Context: an optimization exercise on an open-source flow, tuned for small area, a short achievable clock period and few clock cycles per item. The choices shown serve that exercise and are no tape-out recipe.
At most, simulation tests tie the RTL to the original design; equivalence was not proved.
Only the layout flow was run in run 2; the RTL was not checked for function there.

===== design/flow/config.mk =====
export PLATFORM = sky130hd
export DESIGN_NAME = mdu
export DESIGN_NICKNAME = mdu
export VERILOG_FILES = /design/flow/design.v
export SDC_FILE = /design/flow/constraint.sdc
export NUM_CORES = 4
export LEC_CHECK = 0
export CAP_MARGIN = 20
export CORE_MARGIN = 2
export CORE_UTILIZATION = 40
export SLEW_MARGIN = 20

===== design/flow/constraint.sdc =====
create_clock -name core_clock -period 18.0 [get_ports {clk}]
set_input_delay 3.6000 -clock core_clock [delete_from_list [all_inputs] [get_ports {clk}]]
set_output_delay 3.6000 -clock core_clock [all_outputs]
set_load 0.01 [all_outputs]

===== design/flow/design.v =====
module mdu (
    input  wire        clk,
    input  wire        rst,         
    input  wire        in_valid,
    output wire        in_ready,
    input  wire [3:0]  in_op,
    input  wire [31:0] in_a,
    input  wire [31:0] in_b,
    input  wire [63:0] in_acc,      
    output reg         out_valid,
    output reg         out_fault,   
    output reg  [31:0] out_lo,
    output reg  [31:0] out_hi,
    output reg         out_n,
    output reg         out_z,
    output reg         out_v
);
    reg        rdy;               
    reg        go;                
    reg [3:0]  i_op;
    reg [31:0] i_a, i_b;
    reg [63:0] i_acc;
    assign in_ready = rdy;
    wire accept = in_valid & rdy;
    always @(posedge clk)
        if (rdy) begin
            i_op  <= in_op;
            i_a   <= in_a;
            i_b   <= in_b;
            i_acc <= in_acc;
        end
    wire i_mul = ~i_op[3] | (i_op[3:1] == 3'b100);    
    wire m1 = go & i_mul;         
    reg  m2;                      
    reg  fm;                      
    reg  [3:0]  f_op;
    reg  [65:0] pq;
    wire        msg  = (i_op != 4'd2);
    wire signed [32:0] ma = {msg & i_a[31], i_a};
    wire [32:0] mb   = {msg & i_b[31], i_b};
    wire        msub = (i_op == 4'd5) | (i_op == 4'd7) | (i_op == 4'd9);
    reg [65:0] init;
    always @(*) begin
        case (i_op)
            4'd4, 4'd5: init = {34'd0, i_acc[31:0]};
            4'd6, 4'd7: init = {{4{i_acc[31]}}, i_acc[31:0], {30{i_op[0]}}};   
            4'd8, 4'd9: init = {{2{i_acc[63]}}, i_acc};
            default:    init = 66'd0;
        endcase
    end
    wire [65:0] initx = init ^ {66{msub}};
    wire signed [16:0] chunk = m2 ? {1'b0, mb[15:0]} : mb[32:16];
    wire signed [49:0] prod  = ma * chunk;
    wire [65:0] base = m2 ? {pq[49:0], initx[15:0]} : {{16{initx[65]}}, initx[65:16]};
    wire [65:0] mres = base + {{16{prod[49]}}, prod};
    always @(posedge clk)
        if (m1 | m2) pq <= mres;
    wire        f_sub  = (f_op == 4'd5) | (f_op == 4'd7) | (f_op == 4'd9);
    wire [65:0] fp     = pq ^ {66{f_sub}};
    wire        f_wide = (f_op == 4'd8) | (f_op == 4'd9);
    wire        f_q    = (f_op == 4'd3) | (f_op == 4'd6) | (f_op == 4'd7);
    wire        f_hi   = (f_op == 4'd1) | (f_op == 4'd2);
    wire        ovq    = ~(&fp[65:61] | ~|fp[65:61]);
    wire        ovl    = ~(&fp[65:63] | ~|fp[65:63]);
    reg  [31:0] f_lo, f_hw;
    reg         f_v, f_z;
    always @(*) begin
        f_hw = fp[63:32];
        if (f_wide) begin
            f_v  = ovl;
            f_z  = ~ovl & (fp[63:0] == 64'd0);
            f_lo = ovl ? {32{~fp[65]}} : fp[31:0];
            f_hw = ovl ? {fp[65], {31{~fp[65]}}} : fp[63:32];
        end else if (f_q) begin
            f_v  = ovq;
            f_z  = ~ovq & (fp[61:30] == 32'd0);
            f_lo = ovq ? {fp[65], {31{~fp[65]}}} : fp[61:30];
        end else if (f_hi) begin
            f_v  = 1'b0;
            f_z  = (fp[63:32] == 32'd0);
            f_lo = fp[63:32];
        end else begin
            f_v  = 1'b0;
            f_z  = (fp[31:0] == 32'd0);
            f_lo = fp[31:0];
        end
    end
    wire f_n = f_wide ? f_hw[31] : f_lo[31];
    function [5:0] clz32;
        input [31:0] v;
        integer i;
        begin
            clz32 = 6'd32;
            for (i = 0; i < 32; i = i + 1)
                if (v[i]) clz32 = 31 - i;
        end
    endfunction
    wire dp = go & ~i_mul;        
    reg  dbusy;                   
    reg  [4:0]  dcnt;             
    reg  fx;                      
    reg  d_sq;                    
    reg  d_rem;                   
    reg  d_neg;                   
    reg  d_dz;                    
    reg  [32:0] r;                
    reg  [31:0] q;                
    reg  [33:0] dx;               
    wire p_sq  = (i_op[3:1] == 3'b111);
    wire p_sgn = (i_op == 4'd10) | (i_op == 4'd12);
    wire p_rem = (i_op == 4'd12) | (i_op == 4'd13);
    wire a_neg = p_sgn & i_a[31];
    wire b_neg = p_sgn & i_b[31];
    wire [31:0] am = a_neg ? -i_a : i_a;
    wire [31:0] bm = b_neg ? -i_b : i_b;
    wire [5:0]  ca = clz32(am);
    wire [5:0]  cb = clz32(bm);
    wire        p_dz = ~p_sq & (i_b == 32'd0);
    wire [5:0]  dd   = cb - ca;
    wire        dgo  = (cb >= ca) & ~p_dz;
    wire [5:0]  dsh  = dd | 6'd1;
    wire [4:0]  pairs = 5'd16 - {1'b0, ca[5:1]};
    wire        sq_z  = (i_op[0] & i_a[31]) | (i_a == 32'd0);
    wire [4:0]  sq_st = i_op[0] ? pairs + 5'd15 : pairs;    
    wire [5:0]  ssh   = {ca[5:1], 1'b0} + (sq_st[0] ? 6'd0 : 6'd2);
    wire [4:0]  n_iter = p_sq ? (sq_z ? 5'd0 : ({1'b0, sq_st[4:1]} + {4'd0, sq_st[0]}))
                              : (dgo ? ({1'b0, dsh[5:1]} + 5'd1) : 5'd0);
    wire [31:0] sh_in  = p_sq ? i_a : bm;
    wire [5:0]  sh_amt = p_sq ? ssh : dsh;
    wire [33:0] sh_out = {2'b00, sh_in} << sh_amt;
    function [67:0] dstep;    
        input        sq;
        input [32:0] rr;
        input [31:0] qq;
        input [33:0] xx;
        reg   [34:0] xa, ya;
        reg   [35:0] t;
        reg          bit_;
        begin
            xa = sq ? {rr, xx[33:32]} : {3'b000, rr[31:0]};
            ya = sq ? {1'b0, qq, 2'b01} : {2'b00, xx[32:0]};
            t  = {1'b0, xa} - {1'b0, ya};
            bit_ = ~t[35];
            dstep[67:35] = bit_ ? t[32:0] : xa[32:0];
            dstep[34:3]  = {qq[30:0], bit_};
            dstep[2:0]   = 3'd0;
        end
    endfunction
    wire [67:0] s1 = dstep(d_sq, r, q, dx);
    wire [33:0] dx1 = d_sq ? {dx[31:0], 2'b00} : {1'b0, dx[33:1]};
    wire [67:0] s2 = dstep(d_sq, s1[67:35], s1[34:3], dx1);
    wire [33:0] dx2 = d_sq ? {dx1[31:0], 2'b00} : {1'b0, dx1[33:1]};
    always @(posedge clk) begin
        if (dp) begin
            d_sq  <= p_sq;
            d_rem <= p_rem;
            d_neg <= p_rem ? a_neg : (a_neg ^ b_neg);
            d_dz  <= p_dz;
            r     <= p_sq ? 33'd0 : {1'b0, am};
            q     <= 32'd0;
            dx    <= sh_out;
        end else if (dbusy) begin
            r     <= s2[67:35];
            q     <= s2[34:3];
            dx    <= dx2;
        end
    end
    wire [31:0] fix_v = d_rem ? r[31:0] : q;
    wire [31:0] fix_r = d_neg ? -fix_v : fix_v;
    always @(posedge clk) begin
        if (rst) begin
            rdy       <= 1'b1;
            go        <= 1'b0;
            m2        <= 1'b0;
            fm        <= 1'b0;
            dbusy     <= 1'b0;
            fx        <= 1'b0;
            out_valid <= 1'b0;
        end else begin
            go  <= accept;
            m2  <= m1;
            fm  <= m2;
            fx  <= (dp & (n_iter == 5'd0)) | (dbusy & (dcnt == 5'd1));
            if (dp) begin
                dbusy <= (n_iter != 5'd0);
                dcnt  <= n_iter;
            end else if (dbusy) begin
                dbusy <= (dcnt != 5'd1);
                dcnt  <= dcnt - 5'd1;
            end
            rdy <= ~accept & (m1 ? 1'b1 :
                              dp ? (n_iter <= 5'd1) :
                              dbusy ? (dcnt <= 5'd2) : 1'b1);
            out_valid <= fm | fx;
        end
    end
    always @(posedge clk) begin
        if (m2) f_op <= i_op;
        if (fm) begin
            out_fault <= 1'b0;
            out_lo    <= f_lo;
            out_hi    <= f_hw;
            out_n     <= f_n;
            out_z     <= f_z;
            out_v     <= f_v;
        end else if (fx) begin
            out_fault <= d_dz;
            out_lo    <= fix_r;
        end
    end
endmodule

===== design/flow/run.sh =====
#!/bin/bash
# synth_recipe.tcl (not shown) runs the flow's synth.tcl, then flattens the netlist and writes it again
# the make line also repeats each setting of config.mk as NAME=value (left out here)
make -C /OpenROAD-flow-scripts/flow DESIGN_CONFIG=/design/flow/config.mk WORK_HOME=/design/flow/orfs CLKGATE_MAP_FILE= SYNTH_SCRIPT=/design/flow/synth_recipe.tcl finish

==> flow_metrics.tcl, run 1 <==
set metrics [dict create \
    cp.arrival_ns 12.01 \
    worstSetupPathType "register to register" \
    ys_types 103 \
    drv_cap 0 \
    critPathCaptureType "register" \
    cts-root-buf "clkbuf_16" \
    crit_top_cell "fa_1" \
    drt_iter0_drc 4730 \
    cts_hold_buf 0 \
    io_buffers 204 \
    gp_congestion 0.9668 \
    wire_per_inst_um 24.25 \
    syn_inst 5790 \
    finalNetCount 6742 \
    slowest_delay_ns 0.85 \
    tns_ns 0 \
    post_cts_resized 0 \
    grt_overflow 0 \
    first_pass_iters 6 \
    crit_family "adder cells" \
    final-setup-viol-count 0 \
    grt_pass1_wl_um 276300 \
    finalWorstSetupSlack_ns 6.379 \
    syn2layout_area_growth_pct 10.52 \
    cp_max_fo 38 \
    status "finished clean" \
    hpwl_um 143200 \
    slew_headroom 0.2495 \
    grt_pass1_vias 43640 \
    grt_max_degree 202 \
    avgViaCountPerCell 5.875 \
    multi_input_area_mm2 0.03726 \
    dp.cells 7487 \
    io_pins 205 \
    layoutNonFillerInstCount 7580 \
    n_fill_cell 12560 \
    clkSlewWorstSetupHoldPaths_ns 0.07 \
    clock_path_buffers 3 \
    die_h_um 363.9 \
    finalWirelength_um 183800 \
    ys_seq_area_frac 0.2154 \
    ys_seq_elements 385 \
    rsz0062_at_grt "false" \
    maxSlewViolCount 0 \
    placeableCoreArea_mm2 0.1290 \
    async_flop_share 0 \
    seq_area_mm2 0.01117 \
    hold_path.class "register to register" \
    antenna_found_initial 5 \
    syn_area_per_cell_um2 8.950 \
    final_util 0.4440 \
    start_util 0.4017 \
    drtAntennaViolNets 0 \
    hold_viol 0 \
    clock_skew_ns 0.02740 \
    clock_latency_ns 0.65 \
    rows 132 \
    drive_above_1_share 0.06374 \
    fmaxAchievable_mhz 86.05 \
    cts_tree "built" \
    grt.total_usage 0.2736 \
    synth_edf_count 345 \
    start_kind "register" \
    cts_setup_buffers 0 \
    die_x_um 363.9 \
    path_buf_inv 5 \
    htreeDepth 2 \
    preCtsSetupSlack_ns 6.522 \
    cts_sinks 385 \
    synth-main-ff-cell "edfxtp_1" \
    cp.required_ns 18.39 \
    crit_path_top_delay_cell "dfxtp_4" \
    syn_nets 6735 \
    vias 44530 \
    yosys_warnings 1 \
    drc 0 \
    fin_crit_sh 0.6456 \
    die_area_mm2 0.1324 \
    cts_buffers 50 \
    period_minus_slack_ns 11.62 \
    synthesis.area_mm2 0.05182 \
    tightestPinTransition_ns 1.126 \
]
-- cells by family after synthesis --
| kind of cell | after synthesis | share of synthesized area |
|---|---|---|
| buffers and inverters | 930 | 0.06783 |
| flip-flops | 385 | 0.2154 |
| AND/OR/NAND/NOR | 1682 | 0.1585 |
| AO/OA/AOI/OAI | 1338 | 0.1647 |
| multiplexers | 285 | 0.05884 |
| adder cells (fa/ha/maj) | 810 | 0.2740 |
| XOR/XNOR | 360 | 0.06085 |
-- final timing paths --
check | from | end | slack, ns | cells after the start
worst max-delay path | m2 | pq[63] | 6.38 | 39
worst min-delay path | d_dz | out_fault | 0.49 | 2
worst max register to register | m2 | pq[63] | 6.38 | 39
worst min register to register | d_dz | out_fault | 0.49 | 2
-- cells in the mapped netlist, drive strengths merged (48+ instances only) --
library cell | n | area [µm²]
a21o | 93 | 698.2
xnor2 | 246 | 2155
mux2i | 185 | 1856
nor4 | 48 | 327.8
clkbuf | 298 | 1119
edfxtp | 345 | 10360
nor3 | 74 | 380.4
a21oi | 429 | 2155
fa | 541 | 10830
o21ai | 279 | 1396
nand2b | 72 | 450.4
inv | 575 | 2158
nand3 | 84 | 437.9
o22ai | 90 | 563.0
nor2b | 199 | 1245
mux2 | 94 | 1059
nand4 | 61 | 381.6
and2 | 70 | 437.9
nor2 | 361 | 1358
ha | 269 | 3366
xor2 | 114 | 998.5
buf | 52 | 219.0
nand2 | 560 | 2102
-- cell type report --
type                    instances  area share
inverters                     580     0.03801
diodes                          2  0.00008739
well taps                    1742     0.03806
clock buffers                  56     0.02224
flip-flops and latches        385      0.1950
multi-input cells            4475      0.6506
repair buffers                305     0.04911
clock inverters                35    0.006794
-- worst register-to-register path, delay by kind of cell, from the launching register on --
kind / cells / cell delay, ns
buf+inv: 5 / 0.25
xor+xnor: 2 / 0.26
compound gates: 16 / 3.28
fa+ha+maj: 8 / 3.65
flops: 1 / 0.85
mux: 1 / 0.88
simple gates: 7 / 2.19
-- cells in the final DEF, fill, tap and decap left out, drive strengths merged, types with 101 or more instances in the layout --
cell type	n
inv	581
nand2	560
fa	541
a21oi	429
nor2	361
edfxtp	345
o21ai	279
ha	269
xnor2	246
clkdlybuf4s50	204
nor2b	199
mux2i	185
xor2	114
buf	101
-- metal layers --
metal / routed length, µm / part of all wire / global-route usage
met1: 79200 / 0.43 / 0.3842
met2: 81990 / 0.45 / 0.4270
met3: 15110 / 0.082 / 0.03878
met4: 7553 / 0.041 / 0.1037
met5: 0 / 0 / 0
-- stage by stage --
stage                     cell area (µm²)  hold WS (ns)
after floorplan                     51820        0.4206
after global placement              55600        0.4757
after detailed placement            55600        0.4786
after CTS                           57260        0.4940
after global routing                57270        0.5172
final                               57270        0.4949
-- registers in the layout (all words and copies together) (netlist names), 4 cells and up --
signal	count
out_hi	32
pq	66
i_a	32
i_op	4
i_b	32
i_acc	64
dcnt	5
out_lo	32
dx	34
f_op	4
q	32
r	33
Testbench counts, summed over its fixed seeds: cycles 45,639, items 12,000.
==> inputs of run 2 (changes only) <==
--- a/design/flow/design.v
+++ b/design/flow/design.v
@@ -38,3 +38,3 @@
     wire        msg  = (i_op != 4'd2);
-    wire signed [32:0] ma = {msg & i_a[31], i_a};
+    wire [32:0] ma   = {msg & i_a[31], i_a};
     wire [32:0] mb   = {msg & i_b[31], i_b};
@@ -52,3 +52,3 @@
     wire signed [16:0] chunk = m2 ? {1'b0, mb[15:0]} : mb[32:16];
-    wire signed [49:0] prod  = ma * chunk;
+    wire signed [49:0] prod  = $signed(ma) * chunk;
     wire [65:0] base = m2 ? {pq[49:0], initx[15:0]} : {{16{initx[65]}}, initx[65:16]};
==> flow_metrics.tcl, run 2 <==
set metrics [dict create \
    critical_path_depth 39 \
    drive_above_1_share 0.06374 \
    fmaxAchievable_mhz 86.05 \
    cp.required_ns 18.39 \
    cp.arrival_ns 12.01 \
    worstReg2RegStart "m2" \
    rows 132 \
    drt_iter0_drc 4730 \
    largest_reg_flops 66 \
    post_cts_resized 0 \
    grt.total_usage 0.2736 \
    grt_max_degree 202 \
    tns_ns 0 \
    yosys_warnings 1 \
    wire_per_inst_um 24.25 \
    mostFrequentLayoutCell "inv_1" \
    avgViaCountPerCell 5.875 \
    cp_max_fo 38 \
    antenna_found_initial 5 \
    worstSetupPathType "register to register" \
    path_buf_inv 5 \
    crit_path_start "m2" \
    regMostFlops "pq" \
    rsz0062_at_grt "false" \
    final-setup-viol-count 0 \
    cts-root-buf "clkbuf_16" \
    io_pins 205 \
    synthesis.area_mm2 0.05182 \
    syn_inst 5790 \
    async_flop_share 0 \
    syn_nets 6735 \
    die_h_um 363.9 \
    finalWirelength_um 183800 \
    die_area_mm2 0.1324 \
    crit_top_cell "fa_1" \
    syn_area_per_cell_um2 8.950 \
    first_pass_iters 6 \
    synthTopCellsByCount "inv_1, nand2_1, fa_1" \
    worstRegToRegCells 39 \
    start_util 0.4017 \
    crit_family "adder cells" \
    crit_path_top_delay_cell "dfxtp_4" \
    cts_hold_buf 0 \
    yosysTopAreaCell "fa_1" \
    drv_cap 0 \
    cts_tree "built" \
    final_area_mm2 0.05727 \
    hpwl_um 143200 \
    synth.top_cells.by_area "fa_1, edfxtp_1, ha_1" \
    top_regs "pq: 66 flops, i_acc: 64 flops, dx: 34 flops" \
    start_kind "register" \
    cts_sinks 385 \
    hold_path.class "register to register" \
    ys_types 103 \
    drc 0 \
    ys_seq_elements 385 \
    cts_buffers 50 \
    grt_overflow 0 \
    slew_headroom 0.2495 \
    reg2reg_to "pq[63]" \
    htreeDepth 2 \
    regToRegSetupSlack_ns 6.38 \
    hold_viol 0 \
    grt_pass1_wl_um 276300 \
    period_minus_slack_ns 11.62 \
    ys_seq_area_frac 0.2154 \
    yosysMostFrequentCell "inv_1" \
    clkSlewWorstSetupHoldPaths_ns 0.07 \
    synth-main-ff-cell "edfxtp_1" \
    placeableCoreArea_mm2 0.1290 \
    synth_top_area_share 0.2090 \
    clock_latency_ns 0.65 \
    vias 44530 \
    synth_edf_count 345 \
    finalNetCount 6742 \
    clock_skew_ns 0.02740 \
    tightestPinTransition_ns 1.126 \
    clock_path_buffers 3 \
    slowest_delay_ns 0.85 \
    place_area_mm2 0.05560 \
    cts_setup_buffers 0 \
    gp_congestion 0.9668 \
    critPathCaptureType "register" \
    holdWs_ns 0.4949 \
    status "finished clean" \
    maxSlewViolCount 0 \
    syn2layout_area_growth_pct 10.52 \
    most-common-layout-cells "inv_1, nand2_1, fa_1" \
    drtAntennaViolNets 0 \
    endpoint "pq[63]" \
    grt_pass1_vias 43640 \
    die_x_um 363.9 \
    fin_crit_sh 0.6456 \
    io_buffers 204 \
]
[run 2: cell counts in the layout (fill, tap and decap cells not counted)]
Identical to the previous run, type by type.
[run 2: worst register-to-register path: cells and delay by family (launching register included)]
kind            cells  cell delay [ns]
fa+ha+maj           8             3.65
mux                 1             0.88
compound gates     16             3.28
buf+inv             5             0.25
flops               1             0.85
xor+xnor            2             0.26
simple gates        7             2.19
[run 2: cell type report]
type                    count  area [µm²]
clock buffers              56        1274
well taps                1742        2180
multi-input cells        4475       37260
inverters                 580        2177
fillers                 12560       71720
repair buffers            305        2813
clock inverters            35       389.1
diodes                      2       5.005
flip-flops and latches    385       11170
[run 2: per-stage QoR]
step	std cells	setup WS, ns	util
after global routing	7578	5.808	0.4440
after global placement	7487	6.701	0.4311
after floorplan	5790	7.674	-
after CTS	7578	6.508	0.4439
final	7580	6.379	0.4440
after detailed placement	7487	6.522	0.4311
[run 2: worst min path at each step]
stage                            to  cells past startpoint  slack, ns     from
after CTS                 out_fault                      2       0.49     d_dz
final                     out_fault                      2       0.49     d_dz
after global routing      out_fault                      2       0.52     d_dz
after global placement    out_fault                      2       0.48     d_dz
after detailed placement  out_fault                      2       0.48     d_dz
after floorplan             f_op[1]                      0       0.42  i_op[1]
[run 2: logic make-up (layout without fill, tap and decap cells)]
family	Yosys count	after routing	share of synthesized area
buffers and inverters	930	976	0.06783
other	0	2	0
flip-flops	385	385	0.2154
multiplexers	285	285	0.05884
XOR/XNOR	360	360	0.06085
AND/OR/NAND/NOR	1682	1682	0.1585
AO/OA/AOI/OAI	1338	1338	0.1647
adder cells (fa/ha/maj)	810	810	0.2740
[run 2: per-layer routing]
layer,part of all wire,GRT usage
met1,0.43,0.3842
met2,0.45,0.4270
met3,0.082,0.03878
met4,0.041,0.1037
met5,0,0

port drivers added, routing unchanged:
The flow's constraints put no driver on any port. The routed layouts listed below were extracted and timed again, unchanged, in two steps.
Step 1: set_driving_cell puts a clkbuf_16 on clk and a buf_2 on each other input, an assumption about the parent block.
Step 2 times the ports against the registers' clock, not the clock port: input delays grow and output delays shrink by t, the midpoint of the rising clock arrivals with the driver on.
Three values: ideal, step 1, step 2; two values: the first two.
| run | t, ns | slack for setup (ns) | worst slew at a driven data input, ns |
|---|---|---|---|
| run 1 | 0.715 | 6.379 / 6.379 / 6.379 | 0.07 |
| run 2 | 0.715 | 6.379 / 6.379 / 6.379 | 0.07 |
After both steps setup and hold are still met in every run listed.
